What follows belongs to an exercise in optimizing a design on an open flow for small area, a short achievable clock period and few clock cycles per item; a production flow would make more cautious choices.
In this exercise RTL edits were held to simulation tests only and were not proved equivalent to the original.
No activity file was given, so power comes from the tool's default toggle rates.

[flow/config.mk]
export PLATFORM = sky130hd
export DESIGN_NAME = shot_unit
export DESIGN_NICKNAME = shot_unit
export VERILOG_FILES = /design/flow/design.v
export SDC_FILE = /design/flow/constraint.sdc
export NUM_CORES = 4
export LEC_CHECK = 0
export CAP_MARGIN = 20
export CORE_MARGIN = 2
export CORE_UTILIZATION = 40
export SLEW_MARGIN = 20
[flow/constraint.sdc]
create_clock -name core_clock -period 300.0 [get_ports {clk}]
set_input_delay 60.0000 -clock core_clock [delete_from_list [all_inputs] [get_ports {clk}]]
set_output_delay 60.0000 -clock core_clock [all_outputs]
set_load 0.01 [all_outputs]
[flow/design.v]
module shot_unit (
  input  wire        clk,
  input  wire        rst,           
  input  wire        in_valid,
  output wire        in_ready,
  input  wire [7:0]  p00,           
  input  wire [7:0]  p10,           
  input  wire [7:0]  p01,           
  input  wire [7:0]  p11,           
  input  wire [5:0]  fx,            
  input  wire [5:0]  fy,
  input  wire [15:0] f_pix,         
  input  wire [7:0]  nominal,       
  input  wire [16:0] s_x,           
  input  wire [5:0]  l_x,           
  input  wire [4:0]  rank,          
  input  wire [3:0]  rho_in,        
  input  wire [15:0] gain,          
  input  wire [3:0]  state,         
  input  wire        blank,         
  output reg         out_valid,
  output reg  [7:0]  code,
  output reg  [3:0]  rho_out,
  output reg         rho_we,
  output reg  [31:0] loss,
  output reg         sat,
  output reg         missed,
  output reg         stuck_over
);
  assign in_ready = 1'b1;
  reg        v_q;
  reg [7:0]  p00_q, p10_q, p01_q, p11_q;
  reg [5:0]  fx_q, fy_q;
  reg [15:0] f_q;
  reg [7:0]  n_q;
  reg [16:0] s_q;
  reg [5:0]  l_q;
  reg [4:0]  j_q;
  reg [3:0]  rho_q;
  reg [15:0] g_q;
  reg [3:0]  st_q;
  reg        bl_q;
  always @(posedge clk) begin
    if (rst) begin
      v_q <= 1'b0;
    end else begin
      v_q <= in_valid;
    end
    if (in_valid) begin
      p00_q <= p00; p10_q <= p10; p01_q <= p01; p11_q <= p11;
      fx_q  <= fx;  fy_q  <= fy;
      f_q   <= f_pix;
      n_q   <= nominal;
      s_q   <= s_x;
      l_q   <= l_x;
      j_q   <= rank;
      rho_q <= rho_in;
      g_q   <= gain;
      st_q  <= state;
      bl_q  <= blank;
    end
  end
  wire [6:0]  wx1 = {1'b0, fx_q};
  wire [6:0]  wx0 = 7'd64 - wx1;
  wire [6:0]  wy1 = {1'b0, fy_q};
  wire [6:0]  wy0 = 7'd64 - wy1;
  wire [19:0] p_i = p00_q * wx0 * wy0
                  + p10_q * wx1 * wy0
                  + p01_q * wx0 * wy1
                  + p11_q * wx1 * wy1;
  wire [43:0] prod  = p_i * f_q * n_q;
  wire [44:0] t_num = {1'b0, prod} + 45'd4177920;
  wire [44:0] t_w   = t_num / 45'd8355840;
  wire [21:0] t     = t_w[21:0];
  wire signed [24:0] d = $signed({3'b000, t}) - $signed({8'b0, s_q})
                       + $signed({19'b0, l_q}) - 25'sd1
                       - $signed({20'b0, j_q});
  wire               d_neg = d[24];
  wire        [24:0] d_abs = d_neg ? (-d + {19'b0, l_q} - 25'd1) : d;
  wire        [24:0] sh_q  = d_abs / {19'b0, l_q};
  wire signed [24:0] share = d_neg ? -$signed(sh_q) : $signed(sh_q);
  wire signed [25:0] want = $signed({share[24], share})
                         + $signed({{22{rho_q[3]}}, rho_q});
  wire signed [38:0] c_num = ($signed(want) <<< 12) + $signed({23'b0, g_q});
  wire               c_neg = c_num[38];
  wire        [38:0] c_den = {22'b0, g_q, 1'b0};
  wire        [38:0] c_abs = c_neg ? (-c_num + c_den - 39'd1) : c_num;
  wire        [38:0] cq    = c_abs / c_den;
  wire        [7:0]  c     = c_neg               ? 8'd0   :
                             (cq > 39'd255)      ? 8'd255 : cq[7:0];
  wire        [23:0] cg    = c * g_q;
  wire        [12:0] acc   = (cg + 24'd1024) >> 11;
  wire signed [26:0] r_full = want - $signed({14'b0, acc});
  wire signed [3:0]  rho_n  = (r_full < -27'sd8) ? -4'sd8 :
                              (r_full >  27'sd7) ?  4'sd7 : r_full[3:0];
  wire signed [26:0] lost   = r_full - {{23{rho_n[3]}}, rho_n};
  wire in_window = (g_q >= 16'h0400) && (g_q <= 16'h7800);
  wire live      = (st_q == 4'd0) && in_window;
  wire shoot     = live && !bl_q;
  always @(posedge clk) begin
    if (rst) begin
      out_valid  <= 1'b0;
    end else begin
      out_valid  <= v_q;
    end
    code       <= shoot ? c : 8'd0;
    rho_out    <= shoot ? rho_n : 4'd0;
    rho_we     <= shoot;
    loss       <= shoot ? {{5{lost[26]}}, lost} : 32'd0;
    sat        <= shoot && (lost != 27'sd0);
    missed     <= live && bl_q;
    stuck_over <= shoot && (t < {5'b0, s_q});
  end
endmodule
[flow/run.sh]
#!/bin/bash
# synth_recipe.tcl (not shown) runs the flow's synth.tcl, then flattens the netlist and writes it again
# the make line also repeats each setting of config.mk as NAME=value (left out here)
make -C /OpenROAD-flow-scripts/flow DESIGN_CONFIG=/design/flow/config.mk WORK_HOME=/design/flow/orfs CLKGATE_MAP_FILE= SYNTH_SCRIPT=/design/flow/synth_recipe.tcl finish
==> results.txt <==
----------------------------------------------------
[Detailed routing]
  Remaining antenna violation count ... 0
  Post-detailed-routing wire length ... between 300 and 400 mm
  Total number of vias ... around 94000
  Number of violations reported at the end of detailed-routing iteration 0 ... slightly above 7000
  Average via count per standard cell ... 5.74
  Wire per inst ... 19.4 um
  Number of detailed-routing iterations run before antenna repair ... 6
  DRC violations left ... 0

[Global route]
  Antenna violations before repair ... 10
  Total GRT Usage ... 0.245
  Number of global-route vias before repair ... 89937
  GRT Residual Overflow ... 0
  Pin count of the biggest net entering global routing ... 55
  First-pass GRT wire length ... 506 mm

[Synthesis]
  Total of flip-flops plus latches after synthesis ... 166
  Number of synthesized flops with an enable pin ... 121
  Post-synthesis cell count ... 13023
  Number of unique standard cell types used by synthesis ... 140
  Synth Flop Type ... sky130_fd_sc_hd__edfxtp_1
  Yosys warnings ... 1
  Syn Std Cell Area ... 100000 um^2
  Mean post-synth cell area ... 7.68 um^2
  Share of async-settable or async-resettable flops after synthesis ... 0
  Largest area contributor in the netlist ... sky130_fd_sc_hd__fa_1
  Proportion of synthesized chip area in sequential cells ... 0.0453
  Share of the synthesized area in the top cell type ... 0.196
  Main area contributors after synthesis ... sky130_fd_sc_hd__fa_1 20%, sky130_fd_sc_hd__ha_1 15%, sky130_fd_sc_hd__inv_1 5.5%, sky130_fd_sc_hd__nand2_1 4.9%, sky130_fd_sc_hd__xnor2_1 4.2%

[Clock tree]
  Clock tree sinks ... 166
  Clock tree from TritonCTS ... built
  Clock H-tree levels ... 4
  # hold bufs at CTS ... 0
  Cell chosen for the clock root ... sky130_fd_sc_hd__clkbuf_16
  Quantity of gates resized following cts ... 0
  Max clock buf depth ... 3
  Skew-Pair Late Insertion Delay ... approximately 0.61 ns
  Total clock buffers created by CTS ... 25
  # Post-CTS Setup Buffers ... 0
  Clock slew seen by the registers of the worst setup and hold paths ... roughly 0.090 ns

[Power and ir drop]
  Combinational group power ... 1210 mW
  Fraction of power consumed by the clock network ... 0
  Net switching component of the power ... 722 mW
  Leak ... 47.3 nW
  Total sequential power ... 0.0373 mW
  Combinational share of power ... 1.000
  Design internal power ... 489 mW
  Worst IR drop on VDD ... roughly 6.1 mV
  Power density normalized to cell area ... roughly 11000 nW/um^2
  Total design power ... 1210 mW
  Switching portion of total power ... 0.596
  Largest power group ... combinational logic
  Clock Power ... 0.0301 mW
  Power share of the sequential group ... 0

[Critical path]
  Endpoint kind of the worst setup timing path ... flop
  Largest delay share family, worst path ... compound AO/OA/AOI/OAI gates
  Cell count along the critical path ... 835
  Register-to-register setup slack ... 29.17 ns
  Launching point of the worst reg2reg path ... fx_q[0]$_DFFE_PP_
  Capture point of the worst path ... sat$_DFF_P_
  Largest fanout of any net on the critical path ... 48
  Critical path startpoint category ... flop
  CP dominant cell by count ... sky130_fd_sc_hd__o21a_1
  Endpoint arrival time on the critical path ... between 200 and 300 ns
  Capturing point of the worst reg2reg path ... sat$_DFF_P_
  Critical path class ... reg2reg
  Buf/Inv on CP ... 48
  Worst Reg-to-Reg Cells ... 1166
  Required time at the endpoint of the critical path ... 300.50 ns
  Worst setup path startpoint ... fx_q[0]$_DFFE_PP_
  Cell at the slowest stage of the critical path ... sky130_fd_sc_hd__nor4_1
  Highest cell delay on the worst timing path ... 0.86 ns

[Worst hold path]
  Hold Crit Depth ... 1
  Hold/Removal Path Class ... reg2reg
  Endpoint, Worst Hold ... out_valid$_SDFF_PP0_
  Hold path startpoint ... v_q$_SDFF_PP0_

[Timing]
  Hold slack final ... 0.446 ns
  Post-route clock period utilization ... 0.903
  Number of slew-limit violations in the final report ... 0
  Clock period minus final worst setup slack ... 270.83 ns
  Endpoints failing setup ... 0
  Slew Limit Headroom ... 0.148
  Count of final hold-check violations ... 0
  Maximum operating frequency ... 3.69 MHz
  Unrepaired setup endpoints after global routing ... false
  Slew of the pin with the lowest slew margin ... 1.27 ns
  Sum Neg Setup Slack ... 0 ns
  Worst Skew ... 0.0322 ns

[Die]
  Area of the die ... around 250000 um^2
  Initial Util ... 0.402
  Horiz. Die Dim ... between 500 and 600 um
  Standard-cell rows ... between 150 and 200
  Height of the die ... 504 um
  Core area ... 249000 um^2
  Count of pins on the block boundary ... 174

[Run]
  Max-Cap Viols ... 0

[Run status]
  Run status ... no timing/DRC/antenna violations

[Placed design]
  Placed standard-cell area ... 106000 um^2
  Placed wire-length estimate after detailed placement ... 262 mm
  Number of buffers added on ports ... 172
  Routability congestion estimate ... 0.979

[Cells and area]
  Final Instance Area ... between 100000 and 150000 um^2
  Synth-to-Final Area Change ... 6.27%
  Layout cells sized above 1 ... 0.0470
  Layout filler cell count ... 25775
  Post-layout net count ... 15290

----------------------------------------------------
==> cells in the final DEF, fill, tap and decap left out, types with 123 or more instances in the layout <==
cell and instances:
sky130_fd_sc_hd__nand4_1 157, sky130_fd_sc_hd__ha_1 1206, sky130_fd_sc_hd__a21oi_1 649, sky130_fd_sc_hd__nand3_1 227, sky130_fd_sc_hd__o31ai_1 273, sky130_fd_sc_hd__and3_1 123
sky130_fd_sc_hd__nand2_1 1317, sky130_fd_sc_hd__o21a_1 469, sky130_fd_sc_hd__inv_1 1462, sky130_fd_sc_hd__nand2b_1 144, sky130_fd_sc_hd__and2_1 630, sky130_fd_sc_hd__xnor2_1 477
sky130_fd_sc_hd__nor3_1 609, sky130_fd_sc_hd__xor2_1 223, sky130_fd_sc_hd__o21ai_0 399, sky130_fd_sc_hd__a21o_1 210, sky130_fd_sc_hd__nor2_1 958, sky130_fd_sc_hd__fa_1 979
sky130_fd_sc_hd__clkdlybuf4s50_1 171, sky130_fd_sc_hd__buf_4 157
==> area by class of cell <==
cell class | count | area, um^2 | share of cell area
well taps | 3330 | 4170 | 0.0392
diodes | 4 | 10.0 | 0.0000942
inverters | 1480 | 5560 | 0.0523
clock buffers | 28 | 647 | 0.00609
flip-flops and latches | 166 | 4530 | 0.0427
multi-input cells | 10979 | 88400 | 0.832
clock inverters | 5 | 51.3 | 0.000483
repair buffers | 329 | 2900 | 0.0273
==> synth_stat cells (all sizes together), types with 77 or more instances <==
library cell,number
o21ai,455
inv,1480
nor4,96
a21oi,658
edfxtp,121
fa,979
nand4,161
or2,132
or3,94
nor3,620
nor2b,112
nor2,963
o21a,469
a211oi,90
o211ai,81
o31ai,281
xor2,223
clkbuf,328
xnor2,481
nand2,1318
nand3,230
a31oi,113
mux2i,77
ha,1206
mux2,128
a21o,211
and2,634
nand2b,145
o21bai,117
and3,124
==> flip-flops by register name, summed over array words and instances, names as in the netlist, 5 cells and up <==
| signal | cells |
|---|---|
| code | 8 |
| g_q | 16 |
| p01_q | 8 |
| f_q | 16 |
| s_q | 17 |
| j_q | 5 |
| fx_q | 6 |
| fy_q | 6 |
| loss | 27 |
| l_q | 6 |
| p10_q | 8 |
| n_q | 8 |
| p11_q | 8 |
| p00_q | 8 |
==> kinds of logic (layout without fill, tap and decap cells) <==
family	count (synthesis)	after routing	share of synthesized area
XOR/XNOR	704	704	0.0617
adder cells (fa/ha/maj)	2194	2194	0.348
AO/OA/AOI/OAI	3030	3030	0.209
multiplexers	205	205	0.0223
buffers and inverters	1879	1842	0.0717
AND/OR/NAND/NOR	4843	4843	0.242
other	2	7	0.0000751
flip-flops	166	166	0.0453
==> per-layer routing <==
metal  routed length (um)  global-route usage
met4                 8950              0.0636
met1               144000               0.335
met5                   64                   0
met2               147000               0.406
met3                17500              0.0291
==> stage by stage <==
stage	setup slack, ns	utilization	instances
3_3_place_gp	37.81	0.425	16284
6_report	29.17	0.427	16321
5_1_grt	5.60	0.427	16317
4_1_cts	31.75	0.427	16317
2_1_floorplan	54.45	-	13024
3_5_place_dp	32.53	0.425	16284
Testbench counts, summed over its fixed seeds: cycles 24,016, items 24,000.

==> afterwards: timing with drivers on the ports <==
Ports are ideal in the flow. The routed layout listed here was re-timed in OpenROAD.
Step 1: set_driving_cell puts a clkbuf_16 on clk and a buf_2 on each other input, an assumption about the parent block.
Step 2, shift: input delay + t, output delay - t, t = (earliest + latest rising clock arrival at the registers) / 2. This alone moves slack from input paths to output paths.
Three values: ideal ports, drivers, drivers and shift; two values: the first two.
shift t [ns]: 0.672
slack for setup (ns): 29.173 / 29.173 / 29.173
hold slack, ns: 0.446 / 0.446 / 0.446
clock arrival spread, ns: 0.033 / 0.033
worst data-port slew with drivers (ns): 0.15
After both steps setup and hold are still met in this run. The setup slack of this run moves by 0.000 ns with the drivers and by 0.000 ns with both steps.
